Source: an optimization exercise on an open RTL-to-GDS flow (aim: small area and a short achievable clock period). Production flows keep margins and buffers that such runs may drop. Where RTL was checked, it was by simulation tests only, not by an equivalence proof against the original. The RTL of runs 2 to 4 was laid out without a check of its function.

==> design/flow/config.mk <==
export PLATFORM = sky130hd
export DESIGN_NAME = ck_crc_bank
export DESIGN_NICKNAME = ck_crc_bank
export VERILOG_FILES = /design/flow/design.v
export SDC_FILE = /design/flow/constraint.sdc
export NUM_CORES = 4
export LEC_CHECK = 0
export CAP_MARGIN = 20
export CORE_MARGIN = 2
export CORE_UTILIZATION = 25
export SETUP_SLACK_MARGIN = 3
export SLEW_MARGIN = 20
==> design/flow/constraint.sdc <==
create_clock -name core_clock -period 30.0 [get_ports {clk}]
set_input_delay 6.0000 -clock core_clock [delete_from_list [all_inputs] [get_ports {clk}]]
set_output_delay 6.0000 -clock core_clock [all_outputs]
set_load 0.01 [all_outputs]
==> design/flow/design.v <==
module ck_crc_bank (
    input  wire        clk,
    input  wire        rst_n,      
    input  wire        req,        
    input  wire        we,         
    input  wire [7:0]  addr,       
    input  wire [31:0] wdata,
    input  wire [3:0]  wstrb,      
    output wire        rvalid,     
    output wire [31:0] rdata
);
    reg [2:0]  cfg_poly [0:7];
    reg        cfg_finv [0:7];
    reg        cfg_refl [0:7];
    reg [31:0] val      [0:7];
    reg        s_rd;               
    reg        s_rcfg, s_rval, s_rres;
    reg        s_wcfg, s_wval;     
    reg        s_f32, s_f16, s_f8, s_seed;
    reg [7:0]  s_u;                
    reg [31:0] s_w;
    wire [2:0] rsel = addr[4:2];
    wire wr = req && we && (wstrb == 4'hF);
    wire rd = req && !we;
    always @(posedge clk) begin
        s_u <= 8'b1 << addr[7:5];
        s_w <= wdata;
        if (!rst_n) begin
            s_rd <= 1'b0; s_rcfg <= 1'b0; s_rval <= 1'b0; s_rres <= 1'b0;
            s_wcfg <= 1'b0; s_wval <= 1'b0;
            s_f32 <= 1'b0; s_f16 <= 1'b0; s_f8 <= 1'b0; s_seed <= 1'b0;
        end else begin
            s_rd   <= rd;
            s_rcfg <= rd && rsel == 3'd0;
            s_rval <= rd && rsel == 3'd1;
            s_rres <= rd && rsel == 3'd2;
            s_wcfg <= wr && rsel == 3'd0 && wdata[4:2] <= 3'b100;
            s_wval <= wr && rsel == 3'd1;
            s_f32  <= wr && (rsel == 3'd3 || rsel == 3'd4);
            s_f16  <= wr && rsel == 3'd5;
            s_f8   <= wr && rsel == 3'd6;
            s_seed <= rsel == 3'd3;
        end
    end
    reg [31:0] cv;
    reg [2:0]  cp;
    reg        cf, cr;
    integer k;
    always @* begin
        cv = 32'h0; cp = 3'b0; cf = 1'b0; cr = 1'b0;
        for (k = 0; k < 8; k = k + 1) begin
            cv = cv | (val[k] & {32{s_u[k]}});
            cp = cp | (cfg_poly[k] & {3{s_u[k]}});
            cf = cf | (cfg_finv[k] & s_u[k]);
            cr = cr | (cfg_refl[k] & s_u[k]);
        end
    end
    wire w8  = cp[2];
    wire w16 = cp[1] & cp[0];
    wire w32 = !w8 && !w16;
    wire [31:0] cmask = w8 ? 32'h0000_00FF : (w16 ? 32'h0000_FFFF : 32'hFFFF_FFFF);
    assign rvalid = s_rd;
    assign rdata  = ({32{s_rcfg}} & {27'b0, cp, cf, cr})
                  | ({32{s_rval | s_rres}} & (cv ^ ({32{s_rres & cf}} & cmask)));
    function [31:0] rev32;
        input [31:0] x;
        integer i;
        for (i = 0; i < 32; i = i + 1) rev32[i] = x[31-i];
    endfunction
    wire [31:0] cin = cr ? rev32(cv) : (w8 ? {cv[7:0], 24'b0} : (w16 ? {cv[15:0], 16'b0} : cv));
    wire [31:0] w_bs  = {s_w[7:0], s_w[15:8], s_w[23:16], s_w[31:24]};
    wire [31:0] dord  = s_seed ? s_w : w_bs;
    wire [31:0] drev  = rev32({dord[7:0], dord[15:8], dord[23:16], dord[31:24]});
    wire [31:0] dfull = cr ? drev : dord;
    wire [31:0] dmask = s_f8 ? 32'hFF00_0000 : (s_f16 ? 32'hFFFF_0000 : 32'hFFFF_FFFF);
    wire [31:0] t = cin ^ (dfull & dmask);
    wire [31:0] u = s_f8 ? {24'b0, t[31:24]} : (s_f16 ? {16'b0, t[31:16]} : t);
    wire [31:0] lower = s_f8 ? {t[23:0], 8'b0} : (s_f16 ? {t[15:0], 16'b0} : 32'b0);
    wire ps0 = ((cp[1:0]==2'd0));
    wire ps1 = ((cp[1:0]==2'd1));
    wire ps2 = ((cp[1:0]==2'd0) | (cp[1:0]==2'd1));
    wire ps3 = ((cp[1:0]==2'd2));
    wire ps4 = ((cp[1:0]==2'd0) | (cp[1:0]==2'd2));
    wire ps5 = ((cp[1:0]==2'd1) | (cp[1:0]==2'd2));
    wire ps6 = ((cp[1:0]==2'd0) | (cp[1:0]==2'd1) | (cp[1:0]==2'd2));
    wire ps7 = ((cp[1:0]==2'd3));
    wire ps8 = ((cp[1:0]==2'd0) | (cp[1:0]==2'd3));
    wire ps9 = ((cp[1:0]==2'd1) | (cp[1:0]==2'd3));
    wire ps10 = ((cp[1:0]==2'd0) | (cp[1:0]==2'd1) | (cp[1:0]==2'd3));
    wire ps11 = ((cp[1:0]==2'd2) | (cp[1:0]==2'd3));
    wire ps12 = ((cp[1:0]==2'd0) | (cp[1:0]==2'd2) | (cp[1:0]==2'd3));
    wire ps13 = ((cp[1:0]==2'd1) | (cp[1:0]==2'd2) | (cp[1:0]==2'd3));
    wire ps14 = ((cp==3'd0));
    wire ps15 = ((cp==3'd0) | (cp==3'd1));
    wire ps16 = ((cp==3'd0) | (cp==3'd2));
    wire ps17 = ((cp==3'd1) | (cp==3'd2));
    wire ps18 = ((cp==3'd0) | (cp==3'd1) | (cp==3'd2));
    wire ps19 = ((cp==3'd0) | (cp==3'd3));
    wire ps20 = ((cp==3'd0) | (cp==3'd1) | (cp==3'd3));
    wire ps21 = ((cp==3'd0) | (cp==3'd2) | (cp==3'd3));
    wire ps22 = ((cp==3'd1) | (cp==3'd2) | (cp==3'd3));
    wire ps23 = ((cp==3'd0) | (cp==3'd1) | (cp==3'd2) | (cp==3'd3));
    wire ps24 = ((cp==3'd4));
    wire ps25 = ((cp==3'd1) | (cp==3'd4));
    wire ps26 = ((cp==3'd1) | (cp==3'd2) | (cp==3'd4));
    wire ps27 = ((cp==3'd0) | (cp==3'd1) | (cp==3'd2) | (cp==3'd4));
    wire ps28 = ((cp==3'd3) | (cp==3'd4));
    wire ps29 = ((cp==3'd0) | (cp==3'd3) | (cp==3'd4));
    wire ps30 = ((cp==3'd1) | (cp==3'd3) | (cp==3'd4));
    wire ps31 = ((cp==3'd1) | (cp==3'd2) | (cp==3'd3) | (cp==3'd4));
    wire ps32 = ((cp==3'd3));
    wire ps33 = ((cp==3'd0) | (cp==3'd4));
    wire ps34 = ((cp==3'd0) | (cp==3'd1) | (cp==3'd4));
    wire ps35 = ((cp==3'd0) | (cp==3'd2) | (cp==3'd4));
    wire ps36 = ((cp==3'd0) | (cp==3'd1) | (cp==3'd3) | (cp==3'd4));
    wire ps37 = ((cp==3'd0) | (cp==3'd2) | (cp==3'd3) | (cp==3'd4));
    wire ps38 = ((cp==3'd2));
    wire ps39 = ((cp==3'd1) | (cp==3'd3));
    wire ps40 = ((cp==3'd2) | (cp==3'd3));
    wire ps41 = ((cp==3'd2) | (cp==3'd4));
    wire ps42 = ((cp==3'd2) | (cp==3'd3) | (cp==3'd4));
    wire ps43 = ((cp==3'd1));
    wire [31:0] r;
    assign r[0] = lower[0] ^ (ps0 & (u[4] ^ u[5] ^ u[8] ^ u[18] ^ u[21] ^ u[27])) ^ (ps1 & (u[2] ^ u[3] ^ u[13] ^ u[20] ^ u[22])) ^ (ps2 & (u[7] ^ u[17] ^ u[23])) ^ (ps3 & (u[10] ^ u[29])) ^ (ps4 & (u[16] ^ u[30] ^ u[31])) ^ (ps5 & (u[24])) ^ (u[0] ^ u[6] ^ u[9] ^ u[12] ^ u[25] ^ u[26] ^ u[28]);
    assign r[1] = lower[1] ^ (ps0 & (u[5] ^ u[19] ^ u[26] ^ u[31])) ^ (ps1 & (u[2] ^ u[4] ^ u[14] ^ u[20] ^ u[21])) ^ (ps2 & (u[8] ^ u[10] ^ u[18] ^ u[22] ^ u[29])) ^ (ps3 & (u[11] ^ u[16])) ^ (ps4 & (u[7] ^ u[13] ^ u[24])) ^ (ps5 & (u[0] ^ u[12])) ^ (u[1] ^ u[6] ^ u[9] ^ u[17] ^ u[27] ^ u[28]);
    assign r[2] = lower[2] ^ (ps0 & (u[23] ^ u[27] ^ u[28])) ^ (ps1 & (u[5] ^ u[12] ^ u[15] ^ u[21])) ^ (ps2 & (u[10] ^ u[11] ^ u[19] ^ u[20] ^ u[25] ^ u[29])) ^ (ps3 & (u[13] ^ u[16] ^ u[31])) ^ (ps4 & (u[2] ^ u[7] ^ u[8] ^ u[9] ^ u[14])) ^ (ps5 & (u[0] ^ u[1] ^ u[17] ^ u[24] ^ u[26])) ^ (u[6] ^ u[18] ^ u[30]);
    assign r[3] = lower[3] ^ (ps0 & (u[24] ^ u[28] ^ u[29])) ^ (ps1 & (u[6] ^ u[13] ^ u[16] ^ u[22])) ^ (ps2 & (u[11] ^ u[12] ^ u[20] ^ u[21] ^ u[26] ^ u[30])) ^ (ps3 & (u[14] ^ u[17])) ^ (ps4 & (u[3] ^ u[8] ^ u[9] ^ u[10] ^ u[15])) ^ (ps5 & (u[1] ^ u[2] ^ u[18] ^ u[25] ^ u[27])) ^ (u[7] ^ u[19] ^ u[31]);
    assign r[4] = lower[4] ^ (ps0 & (u[10] ^ u[13] ^ u[16] ^ u[22])) ^ (ps1 & (u[14])) ^ (ps2 & (u[9] ^ u[21] ^ u[27])) ^ (ps3 & (u[2] ^ u[3] ^ u[15] ^ u[18])) ^ (ps4 & (u[4] ^ u[11] ^ u[12] ^ u[20] ^ u[29] ^ u[30])) ^ (ps5 & (u[0] ^ u[6] ^ u[19] ^ u[24])) ^ (u[8] ^ u[25] ^ u[31]);
    assign r[5] = lower[5] ^ (ps0 & (u[11] ^ u[12] ^ u[14] ^ u[17] ^ u[23] ^ u[30] ^ u[31])) ^ (ps1 & (u[15] ^ u[25])) ^ (ps2 & (u[9] ^ u[22] ^ u[26])) ^ (ps3 & (u[0] ^ u[3] ^ u[4] ^ u[6] ^ u[19] ^ u[24] ^ u[29])) ^ (ps4 & (u[5] ^ u[13] ^ u[21])) ^ (ps5 & (u[1] ^ u[7] ^ u[20])) ^ (u[10] ^ u[28]);
    assign r[6] = lower[6] ^ (ps0 & (u[15] ^ u[26])) ^ (ps1 & (u[3] ^ u[12] ^ u[27])) ^ (ps2 & (u[0] ^ u[9] ^ u[10] ^ u[13] ^ u[16] ^ u[17] ^ u[24] ^ u[28])) ^ (ps3 & (u[1] ^ u[2])) ^ (ps4 & (u[4] ^ u[5] ^ u[14] ^ u[30])) ^ (ps5 & (u[6] ^ u[20])) ^ (u[7] ^ u[8] ^ u[11] ^ u[21] ^ u[22] ^ u[25] ^ u[29]);
    assign r[7] = lower[7] ^ (ps0 & (u[9] ^ u[12] ^ u[17] ^ u[26] ^ u[27] ^ u[31])) ^ (ps1 & (u[4] ^ u[20])) ^ (ps2 & (u[1] ^ u[6] ^ u[11] ^ u[14] ^ u[18] ^ u[30])) ^ (ps3 & (u[7] ^ u[28])) ^ (ps4 & (u[5] ^ u[15] ^ u[16] ^ u[22] ^ u[23] ^ u[25])) ^ (ps5 & (u[0] ^ u[2] ^ u[3] ^ u[21] ^ u[24])) ^ (u[8] ^ u[10] ^ u[29]);
    assign r[8] = lower[8] ^ (ps0 & (u[13] ^ u[24])) ^ (ps1 & (u[7] ^ u[9] ^ u[30])) ^ (ps2 & (u[2] ^ u[5] ^ u[15] ^ u[19] ^ u[21] ^ u[25])) ^ (ps3 & (u[17] ^ u[23] ^ u[28])) ^ (ps4 & (u[0] ^ u[8] ^ u[10])) ^ (ps5 & (u[1] ^ u[3] ^ u[12] ^ u[22] ^ u[31])) ^ (u[4] ^ u[11]);
    assign r[9] = lower[9] ^ (ps0 & (u[0] ^ u[7] ^ u[14] ^ u[17] ^ u[21] ^ u[27] ^ u[28] ^ u[30])) ^ (ps1 & (u[6] ^ u[10] ^ u[16] ^ u[26])) ^ (ps2 & (u[3] ^ u[8] ^ u[20] ^ u[22] ^ u[31])) ^ (ps3 & (u[9] ^ u[24] ^ u[29])) ^ (ps4 & (u[1] ^ u[11] ^ u[18])) ^ (ps5 & (u[2] ^ u[5] ^ u[12] ^ u[13])) ^ (u[4] ^ u[23]);
    assign r[10] = lower[10] ^ (ps0 & (u[1] ^ u[6] ^ u[7] ^ u[15] ^ u[17] ^ u[24] ^ u[30])) ^ (ps1 & (u[4] ^ u[11] ^ u[12] ^ u[20] ^ u[21])) ^ (ps2 & (u[22] ^ u[25] ^ u[27])) ^ (ps3 & (u[3] ^ u[9] ^ u[13] ^ u[31])) ^ (ps4 & (u[16] ^ u[19] ^ u[29])) ^ (ps5 & (u[5] ^ u[14] ^ u[28])) ^ (u[0] ^ u[2] ^ u[26]);
    assign r[11] = lower[11] ^ (ps0 & (u[6])) ^ (ps1 & (u[7] ^ u[29])) ^ (ps2 & (u[2] ^ u[5] ^ u[21])) ^ (ps3 & (u[14] ^ u[16] ^ u[26] ^ u[28] ^ u[31])) ^ (ps4 & (u[3] ^ u[4] ^ u[12])) ^ (ps5 & (u[15] ^ u[17] ^ u[24] ^ u[25] ^ u[27])) ^ (u[0] ^ u[1] ^ u[9] ^ u[20]);
    assign r[12] = lower[12] ^ (ps0 & (u[7])) ^ (ps1 & (u[8] ^ u[16] ^ u[25] ^ u[26] ^ u[28])) ^ (ps2 & (u[3] ^ u[10] ^ u[22])) ^ (ps3 & (u[0] ^ u[9] ^ u[12] ^ u[15] ^ u[17] ^ u[24] ^ u[27] ^ u[31])) ^ (ps4 & (u[4] ^ u[5] ^ u[13])) ^ (ps5 & (u[18] ^ u[30])) ^ (u[1] ^ u[2] ^ u[6] ^ u[21]);
    assign r[13] = lower[13] ^ (ps0 & (u[0] ^ u[12] ^ u[21] ^ u[30])) ^ (ps1 & (u[4] ^ u[23] ^ u[29])) ^ (ps2 & (u[9] ^ u[11] ^ u[17] ^ u[26] ^ u[27])) ^ (ps3 & (u[1] ^ u[5] ^ u[6] ^ u[10] ^ u[13])) ^ (ps4 & (u[14] ^ u[16] ^ u[18] ^ u[25] ^ u[28])) ^ (ps5 & (u[7] ^ u[19])) ^ (u[2] ^ u[3] ^ u[22] ^ u[31]);
    assign r[14] = lower[14] ^ (ps0 & (u[0] ^ u[1] ^ u[9] ^ u[13] ^ u[16] ^ u[21] ^ u[22] ^ u[25])) ^ (ps1 & (u[12] ^ u[18] ^ u[24] ^ u[27] ^ u[28])) ^ (ps2 & (u[5] ^ u[10] ^ u[30])) ^ (ps3 & (u[2] ^ u[11] ^ u[14] ^ u[17] ^ u[26])) ^ (ps4 & (u[6] ^ u[7] ^ u[15] ^ u[19] ^ u[29])) ^ (ps5 & (u[4] ^ u[20] ^ u[23])) ^ (u[3] ^ u[8]);
    assign r[15] = lower[15] ^ (ps0 & (u[1] ^ u[6] ^ u[10] ^ u[14])) ^ (ps1 & (u[0] ^ u[19] ^ u[29])) ^ (ps2 & (u[2] ^ u[11] ^ u[17] ^ u[22] ^ u[23] ^ u[26] ^ u[31])) ^ (ps3 & (u[15] ^ u[18] ^ u[24] ^ u[27])) ^ (ps4 & (u[8] ^ u[9] ^ u[16] ^ u[30])) ^ (ps5 & (u[3] ^ u[5] ^ u[12] ^ u[21])) ^ (u[4] ^ u[7] ^ u[20]);
    assign r[16] = lower[16] ^ (ps0 & (u[3] ^ u[10] ^ u[15] ^ u[23] ^ u[31])) ^ (ps1 & (u[1] ^ u[25])) ^ (ps2 & (u[2] ^ u[7] ^ u[9] ^ u[18])) ^ (ps3 & (u[13] ^ u[29])) ^ (ps4 & (u[24])) ^ (ps5 & (u[30])) ^ (ps6 & (u[5] ^ u[17] ^ u[21])) ^ (ps7 & (u[20])) ^ (ps8 & (u[11])) ^ (ps9 & (u[28])) ^ (ps10 & (u[27])) ^ (ps11 & (u[19] ^ u[22])) ^ (ps12 & (u[12])) ^ (ps13 & (u[0] ^ u[4] ^ u[26])) ^ (u[8]);
    assign r[17] = lower[17] ^ (ps0 & (u[3] ^ u[4] ^ u[11] ^ u[16])) ^ (ps1 & (u[0] ^ u[7] ^ u[17])) ^ (ps2 & (u[8] ^ u[10] ^ u[19] ^ u[24])) ^ (ps3 & (u[14] ^ u[30])) ^ (ps4 & (u[6] ^ u[22])) ^ (ps5 & (u[31])) ^ (ps6 & (u[18] ^ u[25])) ^ (ps7 & (u[21])) ^ (ps8 & (u[28])) ^ (ps9 & (u[29])) ^ (ps10 & (u[12])) ^ (ps12 & (u[9])) ^ (ps13 & (u[1] ^ u[5] ^ u[20] ^ u[23] ^ u[27])) ^ (u[13]);
    assign r[18] = lower[18] ^ (ps0 & (u[0] ^ u[16] ^ u[27])) ^ (ps1 & (u[1] ^ u[9] ^ u[25])) ^ (ps2 & (u[8] ^ u[11] ^ u[18] ^ u[20])) ^ (ps3 & (u[7] ^ u[15] ^ u[23])) ^ (ps4 & (u[31])) ^ (ps5 & (u[26])) ^ (ps6 & (u[19])) ^ (ps7 & (u[22])) ^ (ps8 & (u[29])) ^ (ps10 & (u[13] ^ u[30])) ^ (ps12 & (u[10])) ^ (ps13 & (u[2] ^ u[24])) ^ (u[6] ^ u[14] ^ u[21] ^ u[28]);
    assign r[19] = lower[19] ^ (ps0 & (u[1] ^ u[4] ^ u[5] ^ u[18] ^ u[26])) ^ (ps1 & (u[10] ^ u[13] ^ u[17] ^ u[21] ^ u[28])) ^ (ps2 & (u[0] ^ u[6] ^ u[19])) ^ (ps4 & (u[8] ^ u[16] ^ u[20])) ^ (ps5 & (u[24])) ^ (ps6 & (u[27])) ^ (ps7 & (u[30])) ^ (ps9 & (u[31])) ^ (ps10 & (u[14] ^ u[23])) ^ (ps11 & (u[3] ^ u[7])) ^ (ps12 & (u[11] ^ u[22] ^ u[25])) ^ (u[15] ^ u[29]);
    assign r[20] = lower[20] ^ (ps0 & (u[19] ^ u[20])) ^ (ps1 & (u[3] ^ u[6] ^ u[11] ^ u[13] ^ u[14] ^ u[29])) ^ (ps2 & (u[0] ^ u[1] ^ u[2] ^ u[18])) ^ (ps3 & (u[21] ^ u[28])) ^ (ps4 & (u[25])) ^ (ps5 & (u[9] ^ u[17])) ^ (ps8 & (u[24] ^ u[31])) ^ (ps10 & (u[15])) ^ (ps12 & (u[4] ^ u[8])) ^ (ps13 & (u[12] ^ u[16] ^ u[23] ^ u[26] ^ u[30]));
    assign r[21] = lower[21] ^ (ps0 & (u[21])) ^ (ps1 & (u[7] ^ u[14] ^ u[15] ^ u[30])) ^ (ps2 & (u[1] ^ u[2] ^ u[3])) ^ (ps3 & (u[29])) ^ (ps5 & (u[10] ^ u[18] ^ u[27])) ^ (ps7 & (u[0] ^ u[8] ^ u[11] ^ u[28])) ^ (ps8 & (u[20] ^ u[25])) ^ (ps9 & (u[4] ^ u[12])) ^ (ps10 & (u[16] ^ u[19])) ^ (ps11 & (u[22])) ^ (ps12 & (u[5] ^ u[9] ^ u[26])) ^ (ps13 & (u[13] ^ u[17] ^ u[24] ^ u[31]));
    assign r[22] = lower[22] ^ (ps0 & (u[7] ^ u[22] ^ u[30])) ^ (ps1 & (u[4] ^ u[15])) ^ (ps2 & (u[2] ^ u[3] ^ u[8] ^ u[28])) ^ (ps3 & (u[24])) ^ (ps4 & (u[0])) ^ (ps5 & (u[11] ^ u[19])) ^ (ps6 & (u[16] ^ u[31])) ^ (ps7 & (u[1] ^ u[6] ^ u[21])) ^ (ps8 & (u[10])) ^ (ps9 & (u[13] ^ u[17])) ^ (ps10 & (u[5] ^ u[20] ^ u[25])) ^ (ps11 & (u[26] ^ u[27] ^ u[29])) ^ (ps12 & (u[9] ^ u[12] ^ u[23])) ^ (ps13 & (u[14])) ^ (u[18]);
    assign r[23] = lower[23] ^ (ps0 & (u[25])) ^ (ps1 & (u[4])) ^ (ps2 & (u[3] ^ u[5] ^ u[12])) ^ (ps3 & (u[31])) ^ (ps4 & (u[0] ^ u[1])) ^ (ps5 & (u[9] ^ u[17] ^ u[20])) ^ (ps6 & (u[16] ^ u[29])) ^ (ps7 & (u[2] ^ u[22])) ^ (ps8 & (u[7] ^ u[10] ^ u[11] ^ u[24] ^ u[28] ^ u[30])) ^ (ps9 & (u[14] ^ u[21])) ^ (ps10 & (u[18])) ^ (ps12 & (u[13] ^ u[27])) ^ (ps13 & (u[6] ^ u[15] ^ u[26])) ^ (u[19]);
    assign r[24] = lower[24] ^ (ps14 & (u[26])) ^ (ps15 & (u[4] ^ u[6] ^ u[13])) ^ (ps16 & (u[1] ^ u[2])) ^ (ps17 & (u[18])) ^ (ps18 & (u[17])) ^ (ps19 & (u[29])) ^ (ps20 & (u[19])) ^ (ps21 & (u[14] ^ u[28])) ^ (ps22 & (u[16])) ^ (ps23 & (u[20])) ^ (ps24 & (u[0] ^ u[9] ^ u[24])) ^ (ps25 & (u[5])) ^ (ps26 & (u[10] ^ u[21])) ^ (ps27 & (u[30])) ^ (ps28 & (u[3] ^ u[23])) ^ (ps29 & (u[8] ^ u[11] ^ u[12] ^ u[25] ^ u[31])) ^ (ps30 & (u[15] ^ u[22])) ^ (ps31 & (u[7] ^ u[27]));
    assign r[25] = lower[25] ^ (ps14 & (u[25])) ^ (ps15 & (u[14])) ^ (ps16 & (u[2])) ^ (ps17 & (u[11] ^ u[18] ^ u[19] ^ u[22] ^ u[31])) ^ (ps32 & (u[9] ^ u[12] ^ u[24])) ^ (ps20 & (u[20] ^ u[23])) ^ (ps21 & (u[29])) ^ (ps23 & (u[8] ^ u[17])) ^ (ps24 & (u[1] ^ u[27])) ^ (ps33 & (u[0])) ^ (ps25 & (u[5] ^ u[7])) ^ (ps34 & (u[6])) ^ (ps35 & (u[3])) ^ (ps28 & (u[26] ^ u[30])) ^ (ps29 & (u[4] ^ u[13])) ^ (ps36 & (u[16])) ^ (ps37 & (u[15])) ^ (ps31 & (u[21])) ^ (u[28]);
    assign r[26] = lower[26] ^ (ps15 & (u[8])) ^ (ps38 & (u[20])) ^ (ps17 & (u[19] ^ u[26])) ^ (ps32 & (u[5])) ^ (ps19 & (u[27])) ^ (ps39 & (u[13])) ^ (ps40 & (u[22])) ^ (ps21 & (u[31])) ^ (ps22 & (u[18])) ^ (ps24 & (u[11])) ^ (ps33 & (u[1] ^ u[12])) ^ (ps25 & (u[2])) ^ (ps34 & (u[15])) ^ (ps41 & (u[4])) ^ (ps35 & (u[6] ^ u[23])) ^ (ps27 & (u[0] ^ u[3] ^ u[28])) ^ (ps28 & (u[9] ^ u[16] ^ u[17] ^ u[30])) ^ (ps29 & (u[14])) ^ (ps30 & (u[21])) ^ (ps36 & (u[29])) ^ (ps42 & (u[10])) ^ (ps37 & (u[24])) ^ (u[25]);
    assign r[27] = lower[27] ^ (ps14 & (u[12])) ^ (ps43 & (u[3])) ^ (ps38 & (u[7])) ^ (ps16 & (u[5] ^ u[24])) ^ (ps17 & (u[20])) ^ (ps32 & (u[10] ^ u[28])) ^ (ps19 & (u[6] ^ u[15] ^ u[31])) ^ (ps39 & (u[14] ^ u[22] ^ u[30])) ^ (ps40 & (u[11] ^ u[25])) ^ (ps22 & (u[19])) ^ (ps33 & (u[0] ^ u[2] ^ u[8] ^ u[13])) ^ (ps25 & (u[9] ^ u[16])) ^ (ps35 & (u[21])) ^ (ps26 & (u[4])) ^ (ps27 & (u[1] ^ u[27] ^ u[29])) ^ (ps29 & (u[17] ^ u[18])) ^ (ps37 & (u[23])) ^ (ps31 & (u[26]));
    assign r[28] = lower[28] ^ (ps15 & (u[13])) ^ (ps38 & (u[20])) ^ (ps17 & (u[6] ^ u[25])) ^ (ps18 & (u[12] ^ u[21] ^ u[26])) ^ (ps32 & (u[16] ^ u[29])) ^ (ps19 & (u[23])) ^ (ps39 & (u[7] ^ u[15])) ^ (ps20 & (u[0] ^ u[4] ^ u[31])) ^ (ps21 & (u[8])) ^ (ps33 & (u[1] ^ u[14] ^ u[17] ^ u[19])) ^ (ps25 & (u[9] ^ u[10])) ^ (ps34 & (u[3])) ^ (ps35 & (u[2])) ^ (ps26 & (u[30])) ^ (ps27 & (u[5] ^ u[27])) ^ (ps28 & (u[18])) ^ (ps42 & (u[28])) ^ (u[22] ^ u[24]);
    assign r[29] = lower[29] ^ (ps14 & (u[15])) ^ (ps43 & (u[10] ^ u[11])) ^ (ps15 & (u[14])) ^ (ps38 & (u[26])) ^ (ps16 & (u[13])) ^ (ps17 & (u[31])) ^ (ps18 & (u[3])) ^ (ps39 & (u[16] ^ u[17])) ^ (ps20 & (u[1])) ^ (ps21 & (u[23] ^ u[25])) ^ (ps33 & (u[18])) ^ (ps25 & (u[0] ^ u[12])) ^ (ps34 & (u[2] ^ u[4] ^ u[20])) ^ (ps41 & (u[7] ^ u[21])) ^ (ps35 & (u[6] ^ u[22] ^ u[28])) ^ (ps27 & (u[27])) ^ (ps28 & (u[19] ^ u[30])) ^ (ps30 & (u[8])) ^ (ps36 & (u[5] ^ u[24])) ^ (ps42 & (u[29])) ^ (u[9]);
    assign r[30] = lower[30] ^ (ps14 & (u[16])) ^ (ps43 & (u[0] ^ u[11])) ^ (ps15 & (u[15])) ^ (ps38 & (u[27])) ^ (ps16 & (u[14])) ^ (ps18 & (u[4])) ^ (ps32 & (u[17])) ^ (ps19 & (u[2])) ^ (ps39 & (u[18])) ^ (ps23 & (u[24] ^ u[26])) ^ (ps24 & (u[13])) ^ (ps33 & (u[3] ^ u[19])) ^ (ps25 & (u[1])) ^ (ps34 & (u[5] ^ u[21])) ^ (ps41 & (u[8])) ^ (ps35 & (u[28] ^ u[29])) ^ (ps26 & (u[22])) ^ (ps27 & (u[7] ^ u[23])) ^ (ps28 & (u[9] ^ u[31])) ^ (ps29 & (u[6] ^ u[25])) ^ (ps30 & (u[20])) ^ (ps42 & (u[30])) ^ (u[10]);
    assign r[31] = lower[31] ^ (ps14 & (u[17])) ^ (ps43 & (u[1] ^ u[12])) ^ (ps15 & (u[16])) ^ (ps38 & (u[28])) ^ (ps16 & (u[15])) ^ (ps18 & (u[5])) ^ (ps32 & (u[18])) ^ (ps19 & (u[3])) ^ (ps39 & (u[19])) ^ (ps23 & (u[25] ^ u[27])) ^ (ps24 & (u[14])) ^ (ps33 & (u[4] ^ u[20])) ^ (ps25 & (u[2])) ^ (ps34 & (u[6] ^ u[22])) ^ (ps41 & (u[9])) ^ (ps35 & (u[29] ^ u[30])) ^ (ps26 & (u[23])) ^ (ps27 & (u[8] ^ u[24])) ^ (ps28 & (u[10])) ^ (ps29 & (u[7] ^ u[26])) ^ (ps30 & (u[21])) ^ (ps42 & (u[31])) ^ (u[11]);
    wire [31:0] rr = rev32(r);
    wire [31:0] fold = cr ? (rr & cmask) : (w8 ? {24'b0, r[31:24]} : (w16 ? {16'b0, r[31:16]} : r));
    wire [31:0] vmask_new = (s_w[4:2] == 3'b100) ? 32'h0000_00FF :
                            (s_w[4:2] == 3'b011) ? 32'h0000_FFFF : 32'hFFFF_FFFF;
    wire [31:0] nval = s_wcfg ? (cv & vmask_new) :
                       s_wval ? (s_w & cmask) : fold;
    wire        any_w = s_wcfg | s_wval | s_f32 | s_f16 | s_f8;
    wire [31:0] vbus = nval | {32{!rst_n}};
    wire [4:0]  cbus = rst_n ? s_w[4:0] : 5'b000_11;
    always @(posedge clk) begin
        for (k = 0; k < 8; k = k + 1) begin
            if (!rst_n || (any_w && s_u[k]))
                val[k] <= vbus;
            if (!rst_n || (s_wcfg && s_u[k])) begin
                cfg_poly[k] <= cbus[4:2];
                cfg_finv[k] <= cbus[1];
                cfg_refl[k] <= cbus[0];
            end
        end
    end
endmodule
==> design/flow/run.sh <==
#!/bin/bash
# synth_recipe.tcl (not shown) runs the flow's synth.tcl, then flattens the netlist and writes it again
# the make line also repeats each setting of config.mk as NAME=value (left out here)
make -C /OpenROAD-flow-scripts/flow DESIGN_CONFIG=/design/flow/config.mk WORK_HOME=/design/flow/orfs CLKGATE_MAP_FILE= SYNTH_SCRIPT=/design/flow/synth_recipe.tcl finish
==> results of run 1 <==
## per-stage QoR
stage	instances	util (%)	instance area, um^2
3_5_place_dp	3996	27.7	28200
4_1_cts	4061	28.9	29500
6_report	4062	29.0	29500
3_3_place_gp	3996	27.7	28200
2_1_floorplan	2644	-	25700
5_1_grt	4062	29.0	29500
## sequential cells by signal, summed over array words and instances, names as in the netlist
register and cells:
cfg_finv 8, cfg_poly 24, cfg_refl 8, s_f16 1, s_f32 1, s_f8 1
s_rcfg 1, s_rd 1, s_rres 1, s_rval 1, s_seed 1, s_u 8
s_w 32, s_wcfg 1, s_wval 1, val 256
## how the worst max path moves through the flow
stage / start / endpoint / slack (ps) / cells past startpoint
6_report: s_u[2] / rdata[30] / 20090 / 10
5_1_grt: s_u[2] / rdata[29] / 19910 / 10
4_1_cts: s_u[2] / rdata[17] / 20050 / 10
3_5_place_dp: s_u[2] / rdata[17] / 20660 / 10
3_3_place_gp: s_u[0] / rdata[30] / 20700 / 10
2_1_floorplan: s_u[1] / rdata[21] / 19620 / 17
## Yosys cell counts, types with 7 or more instances
cell	count
xor2_1	152
buf_2	57
a211oi_1	16
o21ai_0	88
o2111ai_1	7
a221oi_1	9
a21oi_1	81
ha_1	7
buf_4	19
edfxtp_1	296
o221ai_1	11
nand4_1	34
and4_1	10
mux2i_1	54
mux4_2	9
inv_1	29
nor3_1	43
nor4_1	11
clkbuf_1	91
o22ai_1	10
o211ai_1	14
nor2b_1	9
o21ai_1	11
nor2_1	239
buf_1	20
nand3_1	36
and2_1	13
and3_1	11
nor3b_1	7
nand2b_1	26
a22oi_1	150
xnor3_1	32
a211o_1	7
dfxtp_1	50
or3_1	12
a221o_1	9
a31oi_1	13
xnor2_1	515
mux2_2	11
nand2_1	297
## layout make-up
cell class / instances / area (um^2)
Clock buffer: 53 / 1100
Clock inverter: 12 / 179
Fill cell: 10800 / 72400
Inverter: 33 / 124
Multi-Input combinational cell: 2078 / 15000
Sequential cell: 346 / 9900
Tap cell: 1368 / 1710
Timing Repair Buffer: 172 / 1490
## cell families after synthesis
family                   after synthesis
flip-flops                           346
AND/OR/NAND/NOR                      776
adder cells (fa/ha/maj)                7
XOR/XNOR                             707
AO/OA/AOI/OAI                        514
multiplexers                          74
buffers and inverters                220
## worst max-delay path, delay by kind of cell (launching register included)
family,cells,cell delay [ps]
AOI/OAI and AO/OA,1,290
xor gates and xnor gates,1,110
adders and majority gates,1,420
buffers and inverters,4,1360
DFF,1,310
and+or+nand+nor,3,830
## per-layer routing
layer,global-route usage (%),vias up,share of wire (%),routed length (um)
met3,5.08,346,13,13200
met1,25.9,10700,40,41700
li1,-,9451,-,-
met4,10.2,4,6.1,6420
met2,27.7,1561,42,44100
met5,0,-,0.024,25
==> impl_results.md, run 1 <==
* Total CTS buffers at 36
* Post-synth top flop: edfxtp_1
* CP max stage delay at 540 ps
* GPL Wtd Cong at 1.01
* CTS Hold Bufs at 0
* Fraction of layout cells with a size suffix above 1 at 9.21%
* Die H at 325 um
* Status: complete, no violations
* Die ar. at 0.105 mm^2
* Crit path DAT at 3910 ps
* GRT overflow at 0
* Synthesized flop and latch total at 346
* Pin count of the biggest net entering global routing at 73
* Final wirelength at 105000 um
* RSZ-0062 raised after global routing: no
* CP required at 24000 ps
* Worst hold stages at 2
* Seq/Total Area, Yosys at 38.5%
* Worst Hold End: val[4][12]
* Hold Startpoint: s_w[12]
* Global-route wire length before repair at 150000 um
* Final ANT Viol Nets at 0
* CTS Root Buffer Type: clkbuf_16
* Worst R2R Start: s_u[2]
* Simple-gate share of the synthesized area at 13.7%
* Sink Count at 346
* Fin nets at 2722
* Worst-case clock skew at 24.5 ps
* Most area-consuming cells after synthesis: edfxtp_1, xnor2_1, xor2_1
* Crit path cell chain: buf_4 > a22oi_1 > nand4_1 > ha_1 > buf_4 > nor3_2 > buf_4 > xnor2_1 > nor2_1 > clkdlybuf4s50_1
* Final period util at 33.0%
* Rel. slew slack at 17.6%
* PortBufs at 78
* Resized Gates After CTS at 0
* Synth-to-Final Area Change at 14.9%
* Post-synth EDFFs at 296
* Slew @ Worst Pin at 1230 ps
* CTS max path bufs at 3
* Slowest cell on crit path: clkdlybuf4s50_1
* Hpwl dp at 71900 um
* Post-synthesis mux area share at 3.38%
* I/O Pins at 81
* Syn Area/Cell at 9.71 um^2
* Row count at 117
* Setup bufs post-CTS at 0
* Commonest non-fill, non-tap cell in the layout: xnor2_1
* Final hold vios at 0
* CTS tree: yes
* Post-synthesis cell area at 0.0257 mm^2
* Hold Crit Class: reg2reg
* Syn_nets at 2699
* Vias/cell at 5.44
* Antenna violations before repair at 3
* Clock Pin Slew Worst Setup and Hold Paths at 60 ps
* Crit path kind: reg2out
* Starting DRT DRC Count at 3505
* Fmax at 0.101 GHz
* Commonest cells after routing, fill and taps aside: xnor2_1, edfxtp_1, nand2_1
* Worst-path maximum fanout at 39
* End of the worst register-to-register path: val[1][11]
* Vias in the first global route at 20500
* Post-synthesis compound-gate area fraction at 14.2%
* Residual DRC at 0
* Critical path's most frequent cell: buf_4
* Max-Cap Viols at 0
* Vias at 22100
* Avg WL per Cell at 26.0 um
* Largest family of logic cells by synthesized area: XOR/XNOR gates
* # diodes at 0
* Syn. warnings at 5
* DR pass1 iterations at 6
* Worst r2r path cells at 20
* Setup TNS Final at 0 ps
* Adder-Cell Fraction of Synth Area at 0.341%
* Post-layout worst setup margin at 20090 ps
* Cells after Synth at 2644
* Hold WS at 827 ps
* H-tree Lvls at 2
* Fin crit period at 9910 ps
* CP startpoint kind: flop
* Initial core utilization at 25.2%
* Max Transition Viols Final at 0
* Finish-stage setup viols at 0
* R2R setup slack at 21980 ps
* Core Region at 0.102 mm^2
* Synth top area share at 34.6%
* Tot GR Track Use at 19.1%
* Count of cell types in the netlist at 88
* Area leader, netlist: edfxtp_1
* Clock Latency Late Sink at 560 ps
* Critical Path End Type: primary output
* Synth async-reset ratio at 0%
* Pre-CTS WS at 20660 ps
* Die Wd at 325 um
* Post-synthesis xor/xnor area fraction at 26.1%
==> inputs of run 2 (changes only) <==
--- a/design/flow/design.v
+++ b/design/flow/design.v
@@ -13,27 +13,63 @@
     reg        cfg_finv [0:7];
     reg        cfg_refl [0:7];
     reg [31:0] val      [0:7];
-    reg        s_rd;               
-    reg        s_rcfg, s_rval, s_rres;
-    reg        s_wcfg, s_wval;     
+    reg        s_rd;                   
+    reg        s_inv0, s_inv1, s_inv2;  
+    reg        s_wcfg, s_wval;         
     reg        s_f32, s_f16, s_f8, s_seed;
-    reg [7:0]  s_u;                
-    reg [31:0] s_w;
+    reg [2:0]  s_u;                    
+    reg [31:0] s_w;                    
+    reg [31:0] s_cv;                   
+    reg [2:0]  s_cp;                   
+    reg        s_cf, s_cr;
+    wire [2:0] unit = addr[7:5];
     wire [2:0] rsel = addr[4:2];
     wire wr = req && we && (wstrb == 4'hF);
     wire rd = req && !we;
+    integer k;
+    wire        any_w = s_wcfg | s_wval | s_f32 | s_f16 | s_f8;
+    wire [31:0] nval;                  
+    wire        hit   = (unit == s_u);
+    wire        use_v = we || rsel == 3'd1 || rsel == 3'd2;
+    wire        use_c = !we && rsel == 3'd0;
+    reg  [31:0] a_v;
+    reg  [2:0]  a_p;
+    reg         a_f, a_r;
+    always @* begin
+        a_v = (hit && any_w) ? nval : 32'h0;
+        a_p = (hit && s_wcfg) ? s_w[4:2] : 3'b0;
+        a_f = hit && s_wcfg && s_w[1];
+        a_r = hit && s_wcfg && s_w[0];
+        for (k = 0; k < 8; k = k + 1) begin
+            if (unit == k && !(any_w && s_u == k))
+                a_v = a_v | val[k];
+            if (unit == k && !(s_wcfg && s_u == k)) begin
+                a_p = a_p | cfg_poly[k];
+                a_f = a_f | cfg_finv[k];
+                a_r = a_r | cfg_refl[k];
+            end
+        end
+    end
+    wire a_w8  = a_p[2];
+    wire a_w16 = a_p[1] & a_p[0];
+    wire a_inv = rd && rsel == 3'd2 && a_f;
     always @(posedge clk) begin
-        s_u <= 8'b1 << addr[7:5];
-        s_w <= wdata;
+        s_u  <= unit;
+        s_w  <= wdata;
+        s_cv <= use_c ? {27'b0, a_p, a_f, a_r} : (use_v ? a_v : 32'h0);
+        s_cp <= a_p;
+        s_cf <= a_f;
+        s_cr <= a_r;
         if (!rst_n) begin
-            s_rd <= 1'b0; s_rcfg <= 1'b0; s_rval <= 1'b0; s_rres <= 1'b0;
+            s_rd <= 1'b0;
+            s_inv0 <= 1'b0; s_inv1 <= 1'b0; s_inv2 <= 1'b0;
             s_wcfg <= 1'b0; s_wval <= 1'b0;
             s_f32 <= 1'b0; s_f16 <= 1'b0; s_f8 <= 1'b0; s_seed <= 1'b0;
         end else begin
             s_rd   <= rd;
-            s_rcfg <= rd && rsel == 3'd0;
-            s_rval <= rd && rsel == 3'd1;
-            s_rres <= rd && rsel == 3'd2;
+            s_inv0 <= a_inv;
+            s_inv1 <= a_inv && !a_w8;
+            s_inv2 <= a_inv && !a_w8 && !a_w16;
             s_wcfg <= wr && rsel == 3'd0 && wdata[4:2] <= 3'b100;
             s_wval <= wr && rsel == 3'd1;
             s_f32  <= wr && (rsel == 3'd3 || rsel == 3'd4);
@@ -42,31 +78,19 @@
             s_seed <= rsel == 3'd3;
         end
     end
-    reg [31:0] cv;
-    reg [2:0]  cp;
-    reg        cf, cr;
-    integer k;
-    always @* begin
-        cv = 32'h0; cp = 3'b0; cf = 1'b0; cr = 1'b0;
-        for (k = 0; k < 8; k = k + 1) begin
-            cv = cv | (val[k] & {32{s_u[k]}});
-            cp = cp | (cfg_poly[k] & {3{s_u[k]}});
-            cf = cf | (cfg_finv[k] & s_u[k]);
-            cr = cr | (cfg_refl[k] & s_u[k]);
-        end
-    end
-    wire w8  = cp[2];
-    wire w16 = cp[1] & cp[0];
-    wire w32 = !w8 && !w16;
-    wire [31:0] cmask = w8 ? 32'h0000_00FF : (w16 ? 32'h0000_FFFF : 32'hFFFF_FFFF);
     assign rvalid = s_rd;
-    assign rdata  = ({32{s_rcfg}} & {27'b0, cp, cf, cr})
-                  | ({32{s_rval | s_rres}} & (cv ^ ({32{s_rres & cf}} & cmask)));
+    assign rdata  = s_cv ^ {{16{s_inv2}}, {8{s_inv1}}, {8{s_inv0}}};
     function [31:0] rev32;
         input [31:0] x;
         integer i;
         for (i = 0; i < 32; i = i + 1) rev32[i] = x[31-i];
     endfunction
+    wire [31:0] cv = s_cv;
+    wire [2:0]  cp = s_cp;
+    wire        cr = s_cr;
+    wire w8  = cp[2];
+    wire w16 = cp[1] & cp[0];
+    wire [31:0] cmask = w8 ? 32'h0000_00FF : (w16 ? 32'h0000_FFFF : 32'hFFFF_FFFF);
     wire [31:0] cin = cr ? rev32(cv) : (w8 ? {cv[7:0], 24'b0} : (w16 ? {cv[15:0], 16'b0} : cv));
     wire [31:0] w_bs  = {s_w[7:0], s_w[15:8], s_w[23:16], s_w[31:24]};
     wire [31:0] dord  = s_seed ? s_w : w_bs;
@@ -157,16 +181,15 @@
     wire [31:0] fold = cr ? (rr & cmask) : (w8 ? {24'b0, r[31:24]} : (w16 ? {16'b0, r[31:16]} : r));
     wire [31:0] vmask_new = (s_w[4:2] == 3'b100) ? 32'h0000_00FF :
                             (s_w[4:2] == 3'b011) ? 32'h0000_FFFF : 32'hFFFF_FFFF;
-    wire [31:0] nval = s_wcfg ? (cv & vmask_new) :
-                       s_wval ? (s_w & cmask) : fold;
-    wire        any_w = s_wcfg | s_wval | s_f32 | s_f16 | s_f8;
+    assign nval = s_wcfg ? (cv & vmask_new) :
+                  s_wval ? (s_w & cmask) : fold;
     wire [31:0] vbus = nval | {32{!rst_n}};
     wire [4:0]  cbus = rst_n ? s_w[4:0] : 5'b000_11;
     always @(posedge clk) begin
         for (k = 0; k < 8; k = k + 1) begin
-            if (!rst_n || (any_w && s_u[k]))
+            if (!rst_n || (any_w && s_u == k))
                 val[k] <= vbus;
-            if (!rst_n || (s_wcfg && s_u[k])) begin
+            if (!rst_n || (s_wcfg && s_u == k)) begin
                 cfg_poly[k] <= cbus[4:2];
                 cfg_finv[k] <= cbus[1];
                 cfg_refl[k] <= cbus[0];
==> run 2 against run 1 <==
Effect of this change: final cell count rose by 5.3%; sequential share of layout area fell by 0.30 points; still clean; non-clock buffer count rose by 19; largest cell class unchanged; design area rose by 7.2%; count of clock-buffer cells in the layout rose by 5; fmax rose by 13%; global-route usage rose by 1.9 points; clock skew fell by 4.3 ps; first-iteration DRC count rose by 5.7%.
==> impl_results.md, run 2 <==
* Pin count of the biggest net entering global routing at 76
* Synth-to-Final Area Change at 15.3%
* Final instance area at 0.0316 mm^2
* CP required at 30460 ps
* Biggest regs: val x256, s_cv x32, s_w x32
* CP max stage delay at 810 ps
* Post-synth top flop: edfxtp_1
* Clock Pin Slew Worst Setup and Hold Paths at 60 ps
* Synth async-reset ratio at 0%
* Final wirelength at 123000 um
* Vias at 24400
* Worst R2R Start: s_cr
* Setup TNS Final at 0 ps
* Seq/Total Area, Yosys at 38.3%
* GPL Wtd Cong at 1.06
* Final period util at 29.1%
* Multi-input gate area at 0.0163 mm^2
* Met2 wire len at 50000 um
* Resized Gates After CTS at 0
* Slew @ Worst Pin at 1230 ps
* Area leader, netlist: edfxtp_1
* Fraction of layout cells with a size suffix above 1 at 9.77%
* Crit path to: s_cv[0]
* Row count at 121
* Synthesized flop and latch total at 377
* Max-Cap Viols at 0
* Hpwl dp at 85000 um
* End of the worst register-to-register path: val[7][4]
* Vias/cell at 5.70
* Worst r2r path cells at 15
* Max reg flops at 256
* RSZ-0062 raised after global routing: no
* Worst-case clock skew at 20.2 ps
* Worst setup startpoint: addr[7]
* Vias in the first global route at 22300
* Core Region at 0.109 mm^2
* Sink Count at 377
* Post-synthesis cell area at 0.0275 mm^2
* Most frequent cell after synthesis: xnor2_1
* Clock Latency Late Sink at 550 ps
* Slowest cell on crit path: and2_1
* Register area at 0.0105 mm^2
* Max Transition Viols Final at 0
* Worst Path Buf+Inv at 1
* Crit path kind: in2reg
* Count of cell types in the netlist at 90
* # diodes at 0
* Fin nets at 2885
* Final ANT Viol Nets at 0
* Post-DP Area at 0.0303 mm^2
* Die ar. at 0.112 mm^2
* CTS max path bufs at 3
* Worst-path maximum fanout at 14
* Tot GR Track Use at 21.0%
* Die H at 335 um
* Post-synth EDFFs at 296
* I/O Pins at 81
* Highest routed layer: met5
* Syn. warnings at 5
* Fmax at 0.114 GHz
* Die Wd at 335 um
* Rel. slew slack at 17.5%
* Commonest cells after routing, fill and taps aside: xnor2_1, edfxtp_1, nand2_1
* Crit path DAT at 9200 ps
* Crit path cell chain: clkdlybuf4s50_1 > xor2_1 > nor3_1 > and2_1 > o21ai_1 > o221ai_1
* Commonest non-fill, non-tap cell in the layout: xnor2_1
* # fillers at 11300
* WL met1 at 48400 um
* Top cells by instance count after synthesis: xnor2_1, edfxtp_1, nand2_1
* GRT overflow at 0
* Initial core utilization at 25.2%
* Final hold vios at 0
* PortBufs at 78
* Fin crit period at 8740 ps
* CP startpoint kind: input port
* Syn_nets at 2852
* Hold Crit Class: reg2reg
* Antenna violations before repair at 2
* Syn Area/Cell at 9.80 um^2
* Synth top area share at 32.4%
* Crit-path leading delay family: simple AND/OR/NAND/NOR gates
* CTS Hold Bufs at 0
* DR pass1 iterations at 8
* Cells after Synth at 2800
* Total CTS buffers at 40
* CTS tree: yes
* Critical Path End Type: flop
* Setup bufs post-CTS at 0
* Most area-consuming cells after synthesis: edfxtp_1, xnor2_1, dfxtp_1
* Largest Register: val
* Status: complete, no violations
* Starting DRT DRC Count at 3704
* Finish-stage setup viols at 0
* CTS Root Buffer Type: clkbuf_16
* Residual DRC at 0
* Avg WL per Cell at 28.7 um
* Stages on worst setup path at 6
* Global-route wire length before repair at 171000 um
* R2R setup slack at 22440 ps
* Met3 WL post-DR at 16000 um
* H-tree Lvls at 2
run 2: routing by layer:
layer  global-route usage (%)  up-vias
met5                        0        -
met4                     12.1        4
met3                     5.54      429
met2                     30.0     1880
met1                     28.5    11800
li1                         -    10300
run 2: worst register-to-register path, cell delays in order, from the launching register on:
cell and delay (ps):
dfxtp_4 680, buf_4 710, nor2b_1 400, a222oi_1 660, xor2_1 210, buf_4 340, nand2_1 480, o21ai_1 680
buf_4 410, nor2_1 110, xnor3_1 380, xnor3_1 460, xor2_1 330, xor2_1 250, and3_1 250, o31ai_1 850
run 2: metrics by stage:
step	hold slack [ps]	setup slack (ps)	utilization, %	instances
5_1_grt	561	21110	29.1	4279
3_5_place_dp	523	20690	27.8	4205
2_1_floorplan	480	21840	-	2800
4_1_cts	538	21250	29.1	4279
6_report	538	21260	29.1	4279
3_3_place_gp	515	20720	27.8	4205
run 2: worst min-delay path by stage:
| stage | from | to | slack, ps | cells past startpoint |
|---|---|---|---|---|
| after floorplan | val[5][6] | s_cv[6] | 480 | 2 |
| after global placement | val[6][22] | s_cv[22] | 510 | 2 |
| after detailed placement | val[6][22] | s_cv[22] | 520 | 2 |
| after CTS | val[1][16] | s_cv[16] | 540 | 2 |
| after global routing | val[6][16] | s_cv[16] | 560 | 2 |
| final | val[5][24] | s_cv[24] | 540 | 2 |
run 2: logic make-up after synthesis:
family / count (synthesis) / share of synthesized area, %
AND/OR/NAND/NOR: 793 / 13.1
AO/OA/AOI/OAI: 668 / 16.9
XOR/XNOR: 625 / 23.5
flip-flops: 377 / 38.3
buffers and inverters: 229 / 3.40
multiplexers: 104 / 4.58
adder cells (fa/ha/maj): 4 / 0.182
run 2: final cells by class:
type	count	share of cell area, %
Multi-Input combinational cell	2194	51.4
Sequential cell	377	33.2
Tap cell	1414	5.59
Timing Repair Buffer	191	5.13
Clock buffer	58	3.63
Clock inverter	16	0.637
Inverter	29	0.344
==> inputs of run 3 (changes only) <==
==> design/flow/flow/run.sh (new file) <==
#!/bin/bash
# Layout: the standard flow (standard synthesis included), with the
# resizer asked for extra setup margin so that it sizes the netlist for a
# shorter achieved period. Clock, constraints and scripts are unchanged.
set -euo pipefail
MARGIN=$(cat flow/margin.txt)
bash standard.sh SETUP_SLACK_MARGIN=$MARGIN finish > flow_make.log 2>&1
==> design/flow/flow/margin.txt (new file) <==
22
==> design/flow/standard.sh (new file) <==
#!/bin/bash
# synth_recipe.tcl (not shown) runs the flow's synth.tcl, then flattens the netlist and writes it again
# the make line also repeats each setting of config.mk as NAME=value (left out here)
make -C /OpenROAD-flow-scripts/flow DESIGN_CONFIG=/design/flow/config.mk WORK_HOME=/design/flow/orfs CLKGATE_MAP_FILE= SYNTH_SCRIPT=/design/flow/synth_recipe.tcl "${@:-finish}"
--- a/design/flow/config.mk
+++ b/design/flow/config.mk
@@ -7,6 +7,5 @@
 export LEC_CHECK = 0
 export CAP_MARGIN = 20
 export CORE_MARGIN = 2
-export CORE_UTILIZATION = 25
-export SETUP_SLACK_MARGIN = 3
+export CORE_UTILIZATION = 40
 export SLEW_MARGIN = 20
removed: design/flow/run.sh
==> run 3 against run 2 <==
Effect of this change: critical path type is now reg2out; final cell count is 13% lower; via count is 0.25% lower; synthesized area stayed put; critical endpoint is now rdata[22]; synthesized cell count stayed put.
==> impl_results.md, run 3 <==
* Syn Area/Cell at 9.80 um^2
* Final instance area at 0.0308 mm^2
* Starting DRT DRC Count at 3444
* Seq/Total Area, Yosys at 38.3%
* CP max stage delay at 630 ps
* Syn. warnings at 5
* Core Region at 0.0682 mm^2
* Max Transition Viols Final at 0
* Avg WL per Cell at 34.4 um
* Slowest cell on crit path: dfxtp_1
* Setup TNS Final at 0 ps
* Initial core utilization at 40.2%
* Worst R2R Start: s_cp[1]
* # fillers at 6517
* Worst-case clock skew at 19.0 ps
* Post-synth EDFFs at 296
* Finish-stage setup viols at 0
* Worst-path maximum fanout at 5
* Antenna violations before repair at 1
* Crit path kind: reg2out
* Post-layout util at 45.2%
* Fmax at 0.125 GHz
* Max-Cap Viols at 0
* PortBufs at 78
* Largest Register: val
* Clock Pin Slew Worst Setup and Hold Paths at 60 ps
* Final wirelength at 128000 um
* Area leader, netlist: edfxtp_1
* Commonest cells after routing, fill and taps aside: xnor2_1, edfxtp_1, nand2_1
* Vias in the first global route at 23100
* Die Wd at 266 um
* Die ar. at 0.0707 mm^2
* Post-synthesis cell area at 0.0275 mm^2
* Die H at 266 um
* Row count at 96
* Final period util at 26.7%
* Synthesized flop and latch total at 377
* Fin nets at 2879
* Vias/cell at 6.52
* Post-synth top flop: edfxtp_1
* DR pass1 iterations at 9
* Cells after Synth at 2800
* Final hold vios at 0
* Slew @ Worst Pin at 1240 ps
* Pre-CTS WS at 20580 ps
* Synth-to-Final Area Change at 12.4%
* Global-route wire length before repair at 179000 um
* Count of cell types in the netlist at 90
* Syn_nets at 2852
* Critical Path End Type: primary output
* Residual DRC at 0
* Pin count of the biggest net entering global routing at 62
* CP startpoint kind: flop
* Total CTS buffers at 34
* # diodes at 0
* Hold Startpoint: val[5][31]
* Post-layout worst setup margin at 21990 ps
* Status: complete, no violations
* Final ANT Viol Nets at 0
* Fin crit period at 8010 ps
* Top cells by instance count after synthesis: xnor2_1, edfxtp_1, nand2_1
* Tot GR Track Use at 35.6%
* Sink Count at 377
* Hpwl dp at 89400 um
* Synth top area share at 32.4%
* CTS max path bufs at 3
* Most frequent cell after synthesis: xnor2_1
* Vias at 24300
* Hold Crit Class: reg2reg
* Worst setup startpoint: s_cv[22]
* CTS tree: yes
* H-tree Lvls at 2
* Most area-consuming cells after synthesis: edfxtp_1, xnor2_1, dfxtp_1
* Biggest regs: val x256, s_cv x32, s_w x32
* Rel. slew slack at 16.5%
* Post-DP Area at 0.0297 mm^2
* Fraction of layout cells with a size suffix above 1 at 10.3%
* Crit path cell chain: xor2_1 > clkdlybuf4s50_1
* Commonest non-fill, non-tap cell in the layout: xnor2_1
* Clock Latency Late Sink at 530 ps
* GPL Wtd Cong at 1.06
* Synth async-reset ratio at 0%
* CP required at 24000 ps
* RSZ-0062 raised after global routing: no
* Max reg flops at 256
* GRT overflow at 0
* I/O Pins at 81
* Crit path DAT at 2010 ps
* CTS Root Buffer Type: clkbuf_16
## run 3: cell counts after synthesis
No cell type changed its count.
## run 3: timing repair
| item | 4_1_cts | 5_1_grt |
|---|---|---|
| buffers inserted | 0 | 0 |
| hold buffers | 0 | 0 |
| endpoints found under the setup margin | 50 | 2 |
| resized for setup | 22 | 3 |
## run 3: stage by stage
step / hold slack (ps) / instances
floorplan: 480 / 2800
global placement: 507 / 3672
detailed placement: 519 / 3672
CTS: 531 / 3733
global route: 578 / 3734
finish: 524 / 3734
## run 3: path summary, 6_finish.rpt
path,to,cells after the start,slack (ps)
worst max-delay path,rdata[22],2,21990
worst min-delay path,s_cv[31],2,520
worst max register to register,val[5][0],15,22310
worst min register to register,s_cv[31],2,520
## run 3: logic make-up after synthesis
kind of cell,after synthesis,share of synthesized area [%]
xor+xnor,625,23.5
buf+inv,229,3.40
simple gates,793,13.1
compound gates,668,16.9
mux,104,4.58
fa+ha+maj,4,0.182
flops,377,38.3
## run 3: per-layer routing
| layer | global-route usage, % | vias to the layer above | routed length [um] |
|---|---|---|---|
| met3 | 6.77 | 467 | 13300 |
| met4 | 24.5 | 0 | 10900 |
| met5 | 0 | - | 0 |
| met1 | 45.1 | 11900 | 48100 |
| met2 | 55.0 | 1685 | 56100 |
| li1 | - | 10300 | - |
## run 3: worst max-delay path: cells and delay by family (launching register included)
kind	cells	cell delay, ps
DFF	1	630
xor gates and xnor gates	1	260
buffers and inverters	1	590
## run 3: cell type report
class | count | area [um^2] | area share [%]
clock buffer | 42 | 912 | 2.96
clock inverter | 19 | 161 | 0.523
inverter | 29 | 109 | 0.353
multi-input combinational | 2194 | 16400 | 53.1
sequential | 377 | 10500 | 34.1
tap | 882 | 1100 | 3.58
timing repair buffer | 191 | 1640 | 5.31
==> inputs of run 4 (changes only) <==
==> design/flow/flow/margin.txt (replaced) <==
23
==> run 4 against run 3 <==
Effect of this change: synthesized cell count unchanged; highest routed layer is now met5; critical path depth grew 2; final cell count is 3.4% higher; wire length rose by 5.5%; still clean; critical path type unchanged.
==> impl_results.md, run 4 <==
* Most area-consuming cells after synthesis: edfxtp_1, xnor2_1, dfxtp_1
* Count of cell types in the netlist at 90
* Fin nets at 3002
* Die Wd at 266 um
* CP startpoint kind: flop
* Tot GR Track Use at 37.5%
* Fraction of layout cells with a size suffix above 1 at 19.4%
* Syn_nets at 2852
* Final hold vios at 0
* Vias/cell at 6.66
* Worst-path maximum fanout at 6
* Worst Path Buf+Inv at 3
* Rel. slew slack at 20.1%
* I/O Pins at 81
* Global-route wire length before repair at 188000 um
* CTS Root Buffer Type: clkbuf_16
* Max-Cap Viols at 0
* Residual DRC at 0
* Slowest cell on crit path: dfxtp_4
* Final period util at 24.9%
* Commonest non-fill, non-tap cell in the layout: xnor2_1
* Fmax at 0.134 GHz
* Sink Count at 377
* Vias in the first global route at 24600
* Antenna violations before repair at 6
* Core Region at 0.0682 mm^2
* Most frequent cell after synthesis: xnor2_1
* Post-synth top flop: edfxtp_1
* Worst-case clock skew at 30.0 ps
* Max reg flops at 256
* CTS Hold Bufs at 0
* Crit path kind: reg2out
* Largest Register: val
* Pin count of the biggest net entering global routing at 72
* Vias at 25700
* Commonest cells after routing, fill and taps aside: xnor2_1, edfxtp_1, nand2_1
* Synth-to-Final Area Change at 22.2%
* Hold Crit Class: reg2reg
* DR pass1 iterations at 7
* Starting DRT DRC Count at 4157
* Biggest regs: val x256, s_cv x32, s_w x32
* Post-synthesis cell area at 0.0275 mm^2
* Clock Pin Slew Worst Setup and Hold Paths at 70 ps
* Synthesized flop and latch total at 377
* H-tree Lvls at 2
* Top cells by instance count after synthesis: xnor2_1, edfxtp_1, nand2_1
* Fin crit period at 7480 ps
* Cells after Synth at 2800
* Crit-path leading delay family: flip-flops
* Die H at 266 um
* Avg WL per Cell at 35.1 um
* Max Transition Viols Final at 0
* PortBufs at 78
* GRT overflow at 0
* Finish-stage setup viols at 0
* Status: complete, no violations
* RSZ-0062 raised after global routing: yes
* Setup TNS Final at 0 ps
* CTS tree: yes
* Crit path cell chain: buf_12 > buf_16 > xor2_1 > buf_2
* CP required at 24000 ps
* Final wirelength at 135000 um
* Final ANT Viol Nets at 0
* Critical Path End Type: primary output
* Die ar. at 0.0707 mm^2
* Synth top area share at 32.4%
* Total CTS buffers at 35
* Clock Latency Late Sink at 550 ps
* Slew @ Worst Pin at 1190 ps
* Seq/Total Area, Yosys at 38.3%
* Post-synth EDFFs at 296
* Syn. warnings at 5
* CTS max path bufs at 3
* Initial core utilization at 40.2%
* Synth async-reset ratio at 0%
* Area leader, netlist: edfxtp_1
* Hpwl dp at 88500 um
* GPL Wtd Cong at 1.06
* CP max stage delay at 400 ps
* Row count at 96
* Syn Area/Cell at 9.80 um^2
* Crit path DAT at 1480 ps
==> run 4: cell counts after synthesis <==
No cell type changed its count.
==> run 4: routing by layer <==
metal | vias up | wire, um | GRT usage (%)
met5 | - | 23 | 0
met4 | 4 | 13800 | 31.4
met3 | 616 | 14900 | 9.31
met2 | 1993 | 58600 | 56.6
met1 | 12600 | 48000 | 45.1
li1 | 10500 | - | -
==> run 4: cell type report <==
type | count | area [um^2]
antenna | 2 | 5.00
inverter | 29 | 109
multi-input combinational | 2194 | 17200
sequential | 377 | 10600
clock inverter | 19 | 277
timing repair buffer | 313 | 3270
clock buffer | 44 | 962
tap | 882 | 1100
fill | 6168 | 34700
==> run 4: worst register-to-register path: stages, from the launching register on <==
cell      delay, ps
dfxtp_1         700
ha_4            540
buf_4           520
mux2i_1         160
a222oi_1        310
buf_4           210
xnor2_4          70
buf_4           280
a221oi_2        330
buf_4           390
xor2_1          190
o21ai_0         130
xnor2_1         810
xnor2_1         270
xnor2_1         200
xnor2_1         490
nor2_1           80
a21oi_1         340
mux2i_1         150
o311ai_2        540
==> run 4: stage by stage <==
stage / setup WS [ps] / instance area (um^2) / std cells / utilization, % / hold WS (ps)
after floorplan: 22540 / 27900 / 2800 / - / 480
after global placement: 20910 / 29900 / 3677 / 43.8 / 512
after detailed placement: 20830 / 29900 / 3677 / 43.8 / 515
after CTS: 22510 / 32900 / 3832 / 48.2 / 530
after global routing: 22490 / 33600 / 3859 / 49.2 / 569
final: 22520 / 33600 / 3860 / 49.2 / 543
==> run 4: logic make-up after synthesis <==
| kind of cell | share of synthesized area [%] |
|---|---|
| DFF | 38.3 |
| adders and majority gates | 0.182 |
| and+or+nand+nor | 13.1 |
| AOI/OAI and AO/OA | 16.9 |
| xor gates and xnor gates | 23.5 |
| muxes | 4.58 |
| buffers and inverters | 3.40 |
==> run 4: what timing repair did <==
action	CTS	global route
setup buffers	76	24
pin swaps	60	45
endpoints found under the setup margin	415	268
gates cloned	16	2
gates resized for setup	353	74
==> run 4: path summary, 6_finish.rpt <==
check / to / from / slack [ps] / cells after the start
hold / removal: s_cv[24] / val[6][24] / 540 / 2
hold reg to reg: s_cv[24] / val[6][24] / 540 / 2
setup reg to reg: val[0][23] / s_cp[0] / 23020 / 19
setup / recovery: rdata[28] / s_inv2 / 22520 / 4

## separate check: timing with driven ports
In the flow no input, the clock included, has a driving cell. The finished layouts below were timed again as built, in two steps.
Step 1 assumes that a clkbuf_16 drives the clock port and a buf_2 every other input.
Step 2 also shifts input and output timing later by t, the mid clock arrival at the registers, as if the neighbouring blocks saw the same clock.
Slacks: ideal ports / drivers / drivers and shift; pairs: ideal ports / drivers.
run	t, ns	setup slack, ns	worst setup path after step 2	clock arrival spread, ns	slew at the worst register clock pin (ns)
run 1	0.615	20.088 / 20.026 / 20.640	register to output	0.025 / 0.025	0.06 / 0.06
run 2	0.597	21.261 / 21.296 / 20.704	input to register	0.021 / 0.020	0.06 / 0.06
run 3	0.573	21.992 / 21.941 / 21.592	input to register	0.019 / 0.019	0.07 / 0.07
run 4	0.589	22.517 / 22.461 / 22.013	input to register	0.030 / 0.030	0.07 / 0.07
After both steps every run listed still meets setup and hold. The setup slack of run 2, which loses most, moves by +0.035 ns with the drivers and by -0.557 ns with both steps.
